Source: an optimization exercise on an open RTL-to-GDS flow (aim: small area, a short achievable clock period and few clock cycles). Production flows keep margins and buffers that such runs may drop.
The RTL was checked by simulation tests, not by an equivalence proof against the original design.

== run a ==
// grd_sha256
module grd_sha256 (
    input  wire         clk,
    input  wire         rst,         
    input  wire         in_valid,
    output wire         in_ready,
    input  wire [31:0]  in_word,
    output reg          out_valid,
    output wire [255:0] out_dig
);
For scale: roughly 5000 cells after synthesis, ~43000 sq um of cells after synthesis.
Settings: LEC_CHECK=0, CAP_MARGIN=20, CORE_MARGIN=2, CORE_UTILIZATION=40, PLACE_DENSITY=0.6, SLEW_MARGIN=20; clock period 12.0 ns.
standard.sh (not shown) runs the stock make flow with config.mk's settings and CLKGATE_MAP_FILE= SYNTH_SCRIPT=/design/flow/synth_recipe.tcl, a recipe that flattens the netlist after the stock synthesis.
==> flow/flow/run.sh <==
#!/bin/bash
# Layout flow: the standard flow (standard.sh: ORFS's synthesis and
# steps), with these changes to how the layout is made:
#  - the timing repair aims at a larger setup margin (8 ns), for the 5% worst
#    endpoints, so that the layout runs at a shorter period than the 12 ns
#    constraint requires;
#  - ABC maps with its area script;
#  - the port buffers that global placement inserts are buf_2 cells;
#  - a denser floorplan (55% core utilisation, placement density 0.7).
# The full make output goes to standard_flow.log; ORFS keeps each step's log
# under orfs/logs.
set -euo pipefail
bash standard.sh SETUP_SLACK_MARGIN=8 TNS_END_PERCENT=5 ABC_AREA=1 \
  CORE_UTILIZATION=55 PLACE_DENSITY=0.7 \
  "BUFFER_PORTS_ARGS=-buffer_cell sky130_fd_sc_hd__buf_2" \
  finish > standard_flow.log 2>&1
Run a: full flow OK, the timing, design-rule and antenna checks passed
Testbench counts of run a, summed over its fixed seeds: cycles 82,212.
For run b, these inputs were changed with respect to run a:
--- a/flow/design.v
+++ b/flow/design.v
@@ -272,23 +272,23 @@
     wire [31:0] s0   = {a[1:0], a[31:2]} ^ {a[12:0], a[31:13]} ^ {a[21:0], a[31:22]};
     wire [31:0] maj  = (a & b) ^ (a & c) ^ (b & c);
     wire [63:0] es2  = csa(ps, pc, d);
     wire [63:0] as2  = csa(ps, pc, maj);
     wire [63:0] as3  = csa(as2[31:0], as2[63:32], s0);
     wire [31:0] ffx  = f_ffb ? w[9] : ivx;
     wire [31:0] ffy  = f_ffb ? w[1] : ivy;
     wire [31:0] xa   = f_n0 ? IV0 : stall ? 32'd0 : ffx;
     wire [31:0] ya   = f_n0 ? 32'd0 : d;
     wire [31:0] xe   = f_n0 ? IV4 : stall ? 32'd0 : ffy;
     wire [31:0] ye   = f_n0 ? 32'd0 : h;
-    wire [31:0] e_new = add(pass ? xe : es2[31:0], pass ? ye : es2[63:32]);
+    wire [31:0] e_new = pass ? add(xe, ye) : add(es2[31:0], es2[63:32]);
     wire [31:0] a_new = add(pass ? xa : as3[31:0], pass ? ya : as3[63:32]);
     wire [31:0] f_nx   = f_n0 ? IV5 : e;
     wire [31:0] g_nx   = f_n0 ? IV6 : f;
     wire [31:0] s1_nx  = {e_new[5:0], e_new[31:6]} ^ {e_new[10:0], e_new[31:11]} ^ {e_new[24:0], e_new[31:25]};
     wire [31:0] ch_nx  = (e_new & f_nx) ^ (~e_new & g_nx);
     wire [63:0] p_nx   = csa(hkw_n, s1_nx, ch_nx);
     always @(posedge clk)
         if (!stall) begin
             ps <= p_nx[31:0];
             pc <= p_nx[63:32];
         end
==> comparison <==
Looking at met3 track utilization from global routing, run b sits 0.72 points lower than run a does. Run b vs. run a: horizontal die dimension went up 1.4%, highest net fanout along the worst path went up, number of search-and-repair iterations in the first detailed-routing pass went up by 2, fraction of area in registers dropped 0.82 points, period utilization decreased by 0.63 points relative to the old numbers. The share of the final layout cell area in multi-input gates in run b was higher than what run a gave.
Testbench counts of run b, summed over its fixed seeds: cycles 82,212.

--- another note on this design; it stands on its own ---

==> flow/design.v (excerpt) <==
module grd_sha256 (
    input  wire         clk,
    input  wire         rst,         
    input  wire         in_valid,
    output wire         in_ready,
    input  wire [31:0]  in_word,
    output reg          out_valid,
    output wire [255:0] out_dig
);
Size: roughly 5000 cells after synthesis, about 290 I/O pins.
==> flow/config.mk <==
export PLATFORM = sky130hd
export DESIGN_NAME = grd_sha256
export DESIGN_NICKNAME = grd_sha256
export VERILOG_FILES = /design/flow/design.v
export SDC_FILE = /design/flow/constraint.sdc
export NUM_CORES = 4
export LEC_CHECK = 0
export CAP_MARGIN = 20
export CORE_MARGIN = 2
export CORE_UTILIZATION = 40
export PLACE_DENSITY = 0.6
export SLEW_MARGIN = 20
==> flow/constraint.sdc <==
create_clock -name core_clock -period 12.0 [get_ports {clk}]
set_input_delay 2.4000 -clock core_clock [delete_from_list [all_inputs] [get_ports {clk}]]
set_output_delay 2.4000 -clock core_clock [all_outputs]
set_load 0.01 [all_outputs]
standard.sh (not shown) runs the stock make flow with config.mk's settings and CLKGATE_MAP_FILE= SYNTH_SCRIPT=/design/flow/synth_recipe.tcl, a recipe that flattens the netlist after the stock synthesis.
==> flow/flow/run.sh <==
#!/bin/bash
# Layout flow: the standard flow (standard.sh: ORFS's synthesis and
# steps), with these changes to how the layout is made:
#  - the timing repair aims at a larger setup margin (8 ns), for the 5% worst
#    endpoints, so that the layout runs at a shorter period than the 12 ns
#    constraint requires;
#  - ABC maps with its area script;
#  - the port buffers that global placement inserts are buf_2 cells;
#  - a floorplan at 40% core utilisation, placement density 0.55.
# The full make output goes to standard_flow.log; ORFS keeps each step's log
# under orfs/logs.
set -euo pipefail
bash standard.sh SETUP_SLACK_MARGIN=8 TNS_END_PERCENT=5 ABC_AREA=1 \
  CORE_UTILIZATION=40 PLACE_DENSITY=0.55 \
  "BUFFER_PORTS_ARGS=-buffer_cell sky130_fd_sc_hd__buf_2" \
  finish > standard_flow.log 2>&1
Testbench counts at the start, summed over its fixed seeds: cycles 82,212.
==> next run, changes <==
--- a/flow/flow/run.sh
+++ b/flow/flow/run.sh
@@ -9 +9 @@
-#  - a floorplan at 40% core utilisation, placement density 0.55.
+#  - a denser floorplan (50% core utilisation, placement density 0.65).
@@ -14 +14 @@
-  CORE_UTILIZATION=40 PLACE_DENSITY=0.55 \
+  CORE_UTILIZATION=50 PLACE_DENSITY=0.65 \
The new run ran to the end with no violations.
Cell area goes down slightly.
Die area goes down by about a fifth.
Routed wire length goes down slightly.
Clock skew hardly moves.
==> next run, changes <==
--- a/flow/flow/run.sh
+++ b/flow/flow/run.sh
@@ -9 +9 @@
-#  - a denser floorplan (50% core utilisation, placement density 0.65).
+#  - a floorplan at 45% core utilisation, placement density 0.6.
@@ -14 +14 @@
-  CORE_UTILIZATION=50 PLACE_DENSITY=0.65 \
+  CORE_UTILIZATION=45 PLACE_DENSITY=0.6 \
After rerunning:
- cell area is higher by 0.58%
- synthesized cell count is unchanged
- sequential cell count does not change
- wire length goes up by 2.1%
- die area climbs by 11%
- register-to-register slack improved by 0.09 ns
- maximum frequency grows by 2.0%
- setup slack gains 0.085 ns
- critical path depth climbs by 1
- global-route usage drops by 3.3 points

## what the ideal ports hide
The flow's constraints put no driver on any port. The routed layouts listed below were extracted and timed again, unchanged, in two steps. Step 1 (the two cells are an assumption about what drives the block):
set clk [get_ports {clk}]
set_driving_cell -lib_cell sky130_fd_sc_hd__clkbuf_16 $clk
set_driving_cell -lib_cell sky130_fd_sc_hd__buf_2 [delete_from_list [all_inputs] $clk]
Step 2, shift: input delay + t, output delay - t, t = (earliest + latest rising clock arrival at the registers) / 2. This alone moves slack from input paths to output paths. Slacks: ideal / step 1 / step 2; pairs: ideal / step 1.
run	t (ns)	setup WS [ns]	worst setup path at the end	worst slew at a driven data input, ns	pins driven straight from the clock port
run a	0.756	7.575 / 7.575 / 7.303	input to register	0.07	1
run b	0.732	7.650 / 7.650 / 7.272	input to register	0.07	1
the first run of note 2	0.767	7.755 / 7.755 / 7.402	input to register	0.05	1
the second run of note 2	0.731	7.693 / 7.693 / 7.574	input to register	0.05	1
the third run of note 2	0.763	7.778 / 7.778 / 7.294	input to register	0.05	1
After both steps setup and hold are still met in every run listed. For the third run of note 2, which loses most, drivers alone change the setup slack by 0.000 ns; drivers and shift together by -0.484 ns.
